This is an optimization exercise on Yosys and OpenROAD, whose aim is small area and few clock cycles per item, not a production implementation. The RTL was checked by simulation tests, not by an equivalence proof against the original design. The clock port is modelled as an ideal driver; clocking choices that lean on that would not hold on a real chip. Power is estimated from default activity; no workload was simulated.

Setup of 07-05:
## rs_pair_enc
module rs_pair_enc (
    input  wire       clk,
    input  wire       rst,
    input  wire       in_valid,
    output wire       in_ready,
    input  wire [9:0] in_sym,
    output wire       out_valid,
    input  wire       out_ready,
    output wire [9:0] out_sym,
    output wire       out_last
);
    localparam NMSG = 1040;               
    localparam NSYM = 1088;               
    localparam SEG  = 24;                 
    reg  [10:0]  cnt;                     
    reg  [4:0]   rot;                     
    reg          clr;                     
    reg  [479:0] r;                       
    reg          msg;
    wire in_msg  = msg;
    wire last    = !msg && !cnt[0] && !cnt[3] && !cnt[4];    
    wire end_msg = cnt[0] && !cnt[1] && cnt[2] && cnt[3] && cnt[4] && cnt[5] && cnt[7] && cnt[9] && !cnt[10];    
    wire rot_end = rot[0] && rot[1] && rot[2] && rot[4];                  
    wire idle    = clr || (rot != 0);
    assign in_ready  = !idle && in_msg && out_ready;
    assign out_valid = !idle && (in_msg ? in_valid : 1'b1);
    wire   xfer      = !rst && out_valid && out_ready;
    wire   rot_m     = !rst && !clr && !xfer;       
    wire   step_msg  = xfer && in_msg;              
    wire [9:0] top = r[479:470];
    wire [9:0] top_std = top;
    assign out_sym  = in_msg ? in_sym : top_std;
    assign out_last = last;
    wire [9:0] fb = (in_sym ^ top_std) & {10{step_msg}};
    wire [9:0] s23 = r[239:230];
    wire cv_t0;
    rs_xor2 x_cv_t0 (.a(s23[5]), .b(s23[9]), .y(cv_t0));
    wire cv_t1;
    rs_xor2 x_cv_t1 (.a(s23[2]), .b(s23[4]), .y(cv_t1));
    wire cv_t2;
    rs_xor2 x_cv_t2 (.a(s23[8]), .b(s23[9]), .y(cv_t2));
    wire cv_t3;
    rs_xor2 x_cv_t3 (.a(s23[1]), .b(cv_t2), .y(cv_t3));
    wire cv_t4;
    rs_xor2 x_cv_t4 (.a(s23[7]), .b(cv_t2), .y(cv_t4));
    wire cv_t5;
  ...
Size: about 1000 cells after synthesis, about 27 I/O pins.
==> flow/config.mk <==
export PLATFORM = sky130hd
export DESIGN_NAME = rs_pair_enc
export DESIGN_NICKNAME = rs_pair_enc
export VERILOG_FILES = /design/flow/design.v
export SDC_FILE = /design/flow/constraint.sdc
export NUM_CORES = 4
export LEC_CHECK = 0
export CAP_MARGIN = 20
export CORE_MARGIN = 2
export CORE_UTILIZATION = 70
export GPL_ROUTABILITY_DRIVEN = 0
export SLEW_MARGIN = 20
export SYNTH_HIERARCHICAL = 1
export SYNTH_MINIMUM_KEEP_SIZE = 0
==> flow/constraint.sdc <==
create_clock -name core_clock -period 5.0 [get_ports {clk}]
set_input_delay 1.0000 -clock core_clock [delete_from_list [all_inputs] [get_ports {clk}]]
set_output_delay 1.0000 -clock core_clock [all_outputs]
set_load 0.01 [all_outputs]
standard.sh (not shown) runs the stock make flow with config.mk's settings and CLKGATE_MAP_FILE= SYNTH_SCRIPT=/design/flow/synth_recipe.tcl, a recipe that flattens the netlist after the stock synthesis.
==> flow/flow/run.sh <==
#!/bin/bash
# Own flow: the standard layout (standard.sh), with
# - the ports buffered with the smallest buffer,
# - the clock tree built without dummy loads, from clkbuf_8 leaf clusters,
# - after clock tree synthesis and again after global routing, gates and
#   buffers off the critical paths downsized, then slew and capacitance
#   repaired (flow/post_cts.tcl, flow/post_grt.tcl).
# ORFS writes each step's full log under orfs/logs; make's own output goes to
# flow_make.log here.
set -euo pipefail
export BUFFER_PORTS_ARGS="-buffer_cell sky130_fd_sc_hd__buf_1"
export CTS_ARGS="-sink_clustering_enable -repair_clock_nets -dont_use_dummy_load -buf_list {sky130_fd_sc_hd__clkbuf_8} -sink_clustering_size 20 -sink_clustering_max_diameter 60"
export POST_CTS_TCL="$(pwd)/flow/post_cts.tcl"
export POST_GLOBAL_ROUTE_TCL="$(pwd)/flow/post_grt.tcl"
bash standard.sh > flow_make.log 2>&1
==> flow/flow/post_cts.tcl <==
# After clock tree synthesis: downsize gates and buffers on paths with slack
# to spare, then re-legalise.
estimate_parasitics -placement
repair_timing -recover_power 100 -verbose
repair_design -slew_margin 20 -cap_margin 20 -verbose
detailed_placement
estimate_parasitics -placement
report_worst_slack -max
==> flow/flow/post_grt.tcl <==
# After global routing: downsize gates and buffers on paths with slack to spare,
# fix any slew or capacitance this leaves over the margins, re-legalise, and
# write the route guides again for the detailed router.
global_route -start_incremental
repair_timing -recover_power 100 -verbose
estimate_parasitics -global_routing
repair_design -slew_margin 20 -cap_margin 20 -verbose
detailed_placement
global_route -end_incremental
estimate_parasitics -global_routing
report_worst_slack -max
report_check_types -max_slew -max_capacitance
write_guides $::env(RESULTS_DIR)/route.guide
Testbench counts of 07-05, summed over its fixed seeds: cycles 19,716, items 18.
> inputs changed (07-05 -> 03-01)
--- a/flow/design.v
+++ b/flow/design.v
@@ -10,22 +10,20 @@
     output wire       out_last
 );
     localparam NMSG = 1040;               
     localparam NSYM = 1088;               
     localparam SEG  = 24;                 
     reg  [10:0]  cnt;                     
     reg  [4:0]   rot;                     
     reg          clr;                     
     reg  [479:0] r;                       
-    reg          msg;
-    wire in_msg  = msg;
-    wire last    = !msg && !cnt[0] && !cnt[3] && !cnt[4];    
-    wire end_msg = cnt[0] && !cnt[1] && cnt[2] && cnt[3] && cnt[4] && cnt[5] && cnt[7] && cnt[9] && !cnt[10];    
+    wire in_msg  = !(cnt[10] && (cnt[5] || cnt[4]));      
+    wire last    = cnt[10] && (&cnt[5:0]);                
     wire rot_end = rot[0] && rot[1] && rot[2] && rot[4];                  
     wire idle    = clr || (rot != 0);
     assign in_ready  = !idle && in_msg && out_ready;
     assign out_valid = !idle && (in_msg ? in_valid : 1'b1);
     wire   xfer      = !rst && out_valid && out_ready;
     wire   rot_m     = !rst && !clr && !xfer;       
     wire   step_msg  = xfer && in_msg;              
     wire [9:0] top = r[479:470];
     wire [9:0] top_std = top;
@@ -419,35 +417,29 @@
             end else begin : plain
                 assign d[10*k +: 10] = r[10*k-1 -: 10];
             end
         end
     endgenerate
     always @(posedge clk) begin
         r <= d;
         if (rst) begin
             cnt <= 11'd0;
-            msg <= 1'b1;
             clr <= 1'b1;
             rot <= 1;
         end else begin
             if (idle)
                 rot <= rot_end ? 0 : rot + 1;
             else if (!xfer)
                 rot <= 1;
             if (rot_end)
                 clr <= 1'b0;
-            if (xfer) begin
-                cnt <= last ? 11'd0 : {cnt[9:0], ~(cnt[10] ^ cnt[8])};
-                if (last)
-                    msg <= 1'b1;
-                else if (end_msg)
-                    msg <= 1'b0;
-            end
+            if (xfer)
+                cnt <= last ? 11'd0 : cnt + 11'd1;
         end
     end
 endmodule
 module rs_xor2 #(parameter W = 1) (
     input  wire [W-1:0] a,
     input  wire [W-1:0] b,
     output wire [W-1:0] y
 );
     assign y = a ^ b;
- Relative to 07-05, minimum hold slack has gone down in 03-01.
- For clock share of power, 03-01 and 07-05 come out practically identical.
- Delta(number of non-clock buffers, 03-01 - 07-05) < 0
- 03-01 and 07-05 ended up with roughly the same source-to-sink clock delay at the later pin of the worst-skew pair.
- In 03-01, the worst max-slew margin expressed relative to the limit came out 3.5 points above the value in 07-05.
- Total non-filler cell area in the finished layout, 03-01 and 07-05: smaller value in 07-05
- [compare] base=07-05 new=03-01: final critical path time including I/O delays and setup decreased by 20 ps relative to the old numbers; first-pass GRT wire length rose 1.7%; maximum frequency +0.42%.
Testbench counts of 03-01, summed over its fixed seeds: cycles 19,716, items 18.

## port drivers added, routing unchanged
In the flow no input, the clock included, has a driving cell. The finished layouts below were timed again as built, in two steps. Step 1 (the two cells are an assumption about what drives the block):
set clk [get_ports {clk}]
set_driving_cell -lib_cell sky130_fd_sc_hd__clkbuf_16 $clk
set_driving_cell -lib_cell sky130_fd_sc_hd__buf_2 [delete_from_list [all_inputs] $clk]
Step 2 moves the port delays by t, midway between the first and last clock arrival at a register: inputs arrive t later, outputs are due t later. That takes back most of the time a late clock gives input paths. Three values: ideal ports, drivers, drivers and shift; two values: the first two.
run | t, ns | setup WS [ns] | hold WS [ns] | worst register clock-pin slew, ns | worst slew at a driven data input, ns
07-05 | 0.625 | 0.328 / 0.328 / -0.120 | 0.285 / 0.285 / 0.285 | 0.12 / 0.12 | 0.03
03-01 | 0.631 | 0.348 / 0.348 / 0.020 | 0.263 / 0.263 / 0.263 | 0.12 / 0.12 | 0.04
With both steps, setup timing fails in 07-05, where it was met with ideal ports. The setup slack of 07-05, which loses most, moves by 0.000 ns with the drivers and by -0.448 ns with both steps.
